This is an optimization exercise on Yosys and OpenROAD, whose aim is small area, a short achievable clock period and few clock cycles, not a production implementation. The RTL was checked by simulation tests, not by an equivalence proof against the original design.

==> flow/design.v (excerpt) <==
module ce_update (
    input  wire         clk,
    input  wire         rst,
    input  wire         start,
    output reg          done,
    input  wire [1:0]   law,
    input  wire [1:0]   nbq,
    input  wire [15:0]  e,
    input  wire [255:0] s_in,
    input  wire [16:0]  umod,
    input  wire [15:0]  tco,
    input  wire [7:0]   tref,
    input  wire [7:0]   t,
    input  wire [7:0]   damp,
    input  wire         dith_en,
    input  wire         wd,
    input  wire         ho,
    input  wire [17:0]  ff,
    input  wire [17:0]  lr,
    input  wire [639:0] coef,
    input  wire [15:0]  kph,
    input  wire [15:0]  gout,
    input  wire [31:0]  rgout,
    input  wire [15:0]  kb,
    input  wire [16:0]  win,
    output wire [255:0] s_out,
    output reg  [31:0]  w,
    output reg  [16:0]  ul,
    output reg  [16:0]  ucmd,
    output reg  [7:0]   dh
);
==> flow/config.mk <==
export PLATFORM = sky130hd
export DESIGN_NAME = ce_update
export DESIGN_NICKNAME = ce_update
export VERILOG_FILES = /design/flow/design.v
export SDC_FILE = /design/flow/constraint.sdc
export NUM_CORES = 8
export LEC_CHECK = 0
export ABC_AREA = 1
export CAP_MARGIN = 35
export CORE_MARGIN = 2
export CORE_UTILIZATION = 30
export PLACE_DENSITY = 0.5
export SLEW_MARGIN = 20
export SYNTH_HIERARCHICAL = 1
==> flow/constraint.sdc <==
create_clock -name core_clock -period 18.0 [get_ports {clk}]
set_input_delay 3.6000 -clock core_clock [delete_from_list [all_inputs] [get_ports {clk}]]
set_output_delay 3.6000 -clock core_clock [all_outputs]
set_load 0.01 [all_outputs]
standard.sh (not shown) runs the stock make flow with config.mk's settings and CLKGATE_MAP_FILE= SYNTH_SCRIPT=/design/flow/synth_recipe.tcl, a recipe that flattens the netlist after the stock synthesis.
==> flow/flow/run.sh <==
#!/bin/bash
# The standard flow (standard.sh: unchanged synthesis, floorplan, placement,
# CTS, routing) with a larger setup-repair target (SETUP_SLACK_MARGIN), so that
# repair_timing keeps improving the paths that set the achieved period, and
# more antenna-repair rounds after global and detailed routing.
# Port buffers use the smallest buffer cell.  The SDC is not changed.
set -eo pipefail
export BUFFER_PORTS_ARGS="-buffer_cell sky130_fd_sc_hd__buf_1"
export MAX_REPAIR_ANTENNAS_ITER_GRT=10
export MAX_REPAIR_ANTENNAS_ITER_DRT=10
SETUP_SLACK_MARGIN=11 bash standard.sh > standard.log 2>&1
The first run finished but failed the layout checks on antenna violations.
Testbench counts at the start, summed over its fixed seeds: cycles 29,269.
Then changed:
==> flow/flow/run.sh (replaced) <==
#!/bin/bash
# The standard flow (standard.sh: unchanged synthesis, floorplan, placement,
# CTS, routing) with a larger setup-repair target (SETUP_SLACK_MARGIN), so that
# repair_timing keeps improving the paths that set the achieved period.
# Port buffers use the smallest buffer cell; after global routing, gates on
# paths with slack to spare are downsized (power recovery).  The SDC is not
# changed.
# If detailed routing leaves an antenna violation that its repair cannot fix,
# the layout is made again with the repair target nudged (which moves cells
# and so the routing), at most twice.
set -eo pipefail
export BUFFER_PORTS_ARGS="-buffer_cell sky130_fd_sc_hd__buf_1"
export RECOVER_POWER=100
ANT=orfs/reports/sky130hd/ce_update/base/drt_antennas.log
try=0
for margin in 11 11.02 10.98; do
  try=$((try + 1))
  rm -rf orfs out/final.def
  SETUP_SLACK_MARGIN=$margin bash standard.sh > standard_try$try.log 2>&1
  if ! grep -q VIOLATED "$ANT"; then
    break
  fi
  cp "$ANT" antenna_violations_try$try.log
done
Outcome:
- This time the run reached the layout checks and failed them: max-capacitance violations, max-slew violations
- design area drops by about 1.4%
- synthesized cell count is unchanged
- non-clock buffer count stays the same
- critical path depth climbs by 5
- wire length barely changes
- first-iteration DRC count climbs by 0.31%
- synthesized area does not change
- worst setup slack is worse by 5600 ps
- global-route usage does not change
Then changed:
--- a/flow/flow/run.sh
+++ b/flow/flow/run.sh
@@ -5,3 +5 @@
-# Port buffers use the smallest buffer cell; after global routing, gates on
-# paths with slack to spare are downsized (power recovery).  The SDC is not
-# changed.
+# Port buffers use the smallest buffer cell.  The SDC is not changed.
@@ -13 +10,0 @@
-export RECOVER_POWER=100
The new run finished clean.
Cell count is about the same.
Final area goes up by 1.8%.
Wire length barely changes.
Die area does not change.
Clock skew stays flat.
Worst hold slack hardly moves.
Critical path depth goes down by 5.
Then changed:
==> flow/flow/run.sh (replaced) <==
#!/bin/bash
# The standard flow (standard.sh: unchanged synthesis, floorplan, placement,
# CTS, routing) with a larger setup-repair target (SETUP_SLACK_MARGIN), so that
# repair_timing keeps improving the paths that set the achieved period.
# Port buffers use the smallest buffer cell.  The SDC is not changed.
set -eo pipefail
export BUFFER_PORTS_ARGS="-buffer_cell sky130_fd_sc_hd__buf_1"
SETUP_SLACK_MARGIN=11.5 bash standard.sh > standard.log 2>&1
After rerunning:
- hold slack stays flat
- final cell count climbs by 1.3%
- setup slack gets better by 190 ps
- die area does not change
Then changed:
--- a/flow/flow/run.sh
+++ b/flow/flow/run.sh
@@ -5,0 +6,3 @@
+# If detailed routing leaves an antenna violation that its repair cannot fix,
+# the layout is made again with the repair target nudged (which moves cells
+# and so the routing), at most twice.
@@ -8 +11,11 @@
-SETUP_SLACK_MARGIN=11.5 bash standard.sh > standard.log 2>&1
+ANT=orfs/reports/sky130hd/ce_update/base/drt_antennas.log
+try=0
+for margin in 11 11.02 10.98; do
+  try=$((try + 1))
+  rm -rf orfs out/final.def
+  SETUP_SLACK_MARGIN=$margin bash standard.sh > standard_try$try.log 2>&1
+  if ! grep -q VIOLATED "$ANT"; then
+    break
+  fi
+  cp "$ANT" antenna_violations_try$try.log
+done
ABC_AREA = 0   (was 1)
- routed wire length grows by a few percent
- die area fell slightly
- count of clock-buffer cells in the layout drops by 7
Then changed:
ABC_AREA = 1   (was 0)
PLACE_DENSITY = 0.6   (was 0.5)
After rerunning: The changed run ran to the end with no violations; non-clock buffer count is lower by 323; worst hold slack gets worse by 12 ps; core utilization is lower by 2.2 points; synthesized area is higher by 1.9%; wire length is lower by 9.2%; flip-flop and latch count is unchanged.

---

ce_update, a different RTL version from the one above (not shown whole).
Size in the first run: roughly 1,400 I/O pins.
export LEC_CHECK = 0
export ABC_AREA = 1
export CAP_MARGIN = 35
export CORE_MARGIN = 2
export CORE_UTILIZATION = 30
export CTS_CLUSTER_DIAMETER = 80
export CTS_CLUSTER_SIZE = 16
export PLACE_DENSITY = 0.5
export SLEW_MARGIN = 20
export SYNTH_HIERARCHICAL = 1
create_clock -name core_clock -period 18.0 [get_ports {clk}]
==> flow/flow/run.sh <==
#!/bin/bash
# The standard flow (standard.sh: unchanged synthesis, floorplan, placement,
# CTS, routing) with a larger setup-repair target (SETUP_SLACK_MARGIN), so that
# repair_timing keeps improving the paths that set the achieved period.
# Port buffers use the smallest buffer cell.  The SDC is not changed.
set -eo pipefail
export BUFFER_PORTS_ARGS="-buffer_cell sky130_fd_sc_hd__buf_1"
SETUP_SLACK_MARGIN=11 bash standard.sh > standard.log 2>&1
Testbench counts at the start, summed over its fixed seeds: cycles 29,468.
Then changed:
CTS_BUF_LIST = sky130_fd_sc_hd__clkbuf_8   (was unset)
CTS_CLUSTER_DIAMETER = unset   (was 80)
CTS_CLUSTER_SIZE = unset   (was 16)
Effect: The changed run ran to the end with no violations; cell area goes up by 1.3%; count of clock-buffer cells in the layout goes up by 66; via count goes up by 0.80%; fmax goes down by 1.3%; hold slack is about the same; critical path depth goes up by 4; synthesized area stays the same; routed wire length goes up by 0.32%; non-clock buffer count goes up by 17.

---

violet:
RTL: one of the versions met above, not the one the previous note started from.
Size in the first run: ~10,000 cells after synthesis, ~680 flip-flops, about 1,400 I/O pins, roughly 76,000 sq um of cells after synthesis.
==> flow/config.mk <==
export PLATFORM = sky130hd
export DESIGN_NAME = ce_update
export DESIGN_NICKNAME = ce_update
export VERILOG_FILES = /design/flow/design.v
export SDC_FILE = /design/flow/constraint.sdc
export NUM_CORES = 8
export LEC_CHECK = 0
export ABC_AREA = 1
export CAP_MARGIN = 35
export CORE_MARGIN = 2
export CORE_UTILIZATION = 30
export PLACE_DENSITY = 0.4
export SLEW_MARGIN = 20
export SYNTH_HIERARCHICAL = 1
==> flow/constraint.sdc <==
create_clock -name core_clock -period 18.0 [get_ports {clk}]
set_input_delay 3.6000 -clock core_clock [delete_from_list [all_inputs] [get_ports {clk}]]
set_output_delay 3.6000 -clock core_clock [all_outputs]
set_load 0.01 [all_outputs]
==> flow/flow/run.sh <==
#!/bin/bash
# The standard flow (standard.sh: unchanged synthesis, floorplan, placement,
# CTS, routing) with a larger setup-repair target (SETUP_SLACK_MARGIN), so that
# repair_timing keeps improving the paths that set the achieved period.
# Port buffers use the smallest buffer cell.  The SDC is not changed.
# If detailed routing leaves an antenna violation that its repair cannot fix,
# the layout is made again with the repair target nudged (which moves cells
# and so the routing), at most twice.
set -eo pipefail
export BUFFER_PORTS_ARGS="-buffer_cell sky130_fd_sc_hd__buf_1"
ANT=orfs/reports/sky130hd/ce_update/base/drt_antennas.log
try=0
for margin in 11 11.02 10.98; do
  try=$((try + 1))
  rm -rf orfs out/final.def
  SETUP_SLACK_MARGIN=$margin bash standard.sh > standard_try$try.log 2>&1
  if ! grep -q VIOLATED "$ANT"; then
    break
  fi
  cp "$ANT" antenna_violations_try$try.log
done
Testbench counts of violet, summed over its fixed seeds: cycles 29,269.
> inputs changed (violet -> harbor)
Settings: changing PLACE_DENSITY from 0.4 to 0.5.
==> flow/flow/run.sh <==
#!/bin/bash
# The standard flow (standard.sh: unchanged synthesis, floorplan, placement,
# CTS, routing) with a larger setup-repair target (SETUP_SLACK_MARGIN), so that
# repair_timing keeps improving the paths that set the achieved period.
# Port buffers use the smallest buffer cell.  The SDC is not changed.
set -eo pipefail
export BUFFER_PORTS_ARGS="-buffer_cell sky130_fd_sc_hd__buf_1"
SETUP_SLACK_MARGIN=11 bash standard.sh > standard.log 2>&1
Notes after the runs:
- When harbor is set beside violet, its hold slack turns out to be 0.0046 ns larger.
- Comparing violet and harbor, the one run not ending clean was harbor.
- What the final checks of harbor revealed, after a flow that finished every stage, was a layout that fails on antenna violations.
- Non-clock buffer count: lower on harbor
- Cell with the biggest individual delay on the critical path: sky130_fd_sc_hd__dfxtp_4 -> harbor, sky130_fd_sc_hd__fa_1 -> violet
- violet → harbor: via count of the first global-routing pass has remained practically unchanged, synthesis-to-finish area growth has decreased, critical-path maximum fanout has increased.
- violet -> harbor: number of synthesized flops with an enable pin delta 0, exact match
- Re fraction of the mapped netlist area in adder cells: no difference whatsoever between violet and harbor.
- harbor: required arrival time at the worst endpoint lower than violet
- On wire length reported by the detailed router, violet tracks harbor almost exactly.

[static timing again, ports no longer ideal]
How much do the figures lean on ideal ports? The routed layouts below were timed once more, with nothing changed but the port constraints.
Step 1 sets driving cells, clkbuf_16 on the clock port and buf_2 on the other inputs (assumed; they add their load-dependent delay and slew).
Step 2 also shifts input and output timing later by t, the mid clock arrival at the registers, as if the neighbouring blocks saw the same clock.
a / b / c = ideal ports / drivers / drivers and shift; a / b = the first two.
| run | t, ns | setup WS [ns] | worst register clock-pin slew, ns |
|---|---|---|---|
| the first run of note 1 | 0.854 | 11.013 / 10.909 / 10.424 | 0.07 / 0.07 |
| the second run of note 1 | 0.849 | 5.461 / 5.461 / 5.461 | 0.07 / 0.07 |
| the third run of note 1 | 0.859 | 11.023 / 10.916 / 10.409 | 0.07 / 0.07 |
| the fourth run of note 1 | 0.866 | 11.216 / 11.108 / 10.715 | 0.07 / 0.07 |
| the fifth run of note 1 | 0.838 | 10.858 / 10.857 / 10.158 | 0.08 / 0.08 |
| the sixth run of note 1 | 0.867 | 11.000 / 10.935 / 10.697 | 0.08 / 0.08 |
| the first run of note 2 | 0.815 | 10.967 / 10.893 / 10.560 | 0.09 / 0.09 |
| the second run of note 2 | 1.014 | 10.873 / 10.794 / 10.601 | 0.08 / 0.08 |
| violet | 0.853 | 10.972 / 10.883 / 10.689 | 0.08 / 0.08 |
| harbor | 0.854 | 11.015 / 10.911 / 10.424 | 0.07 / 0.07 |
The setup slack of the fifth run of note 1, which loses most, moves by -0.001 ns with the drivers and by -0.700 ns with both steps.
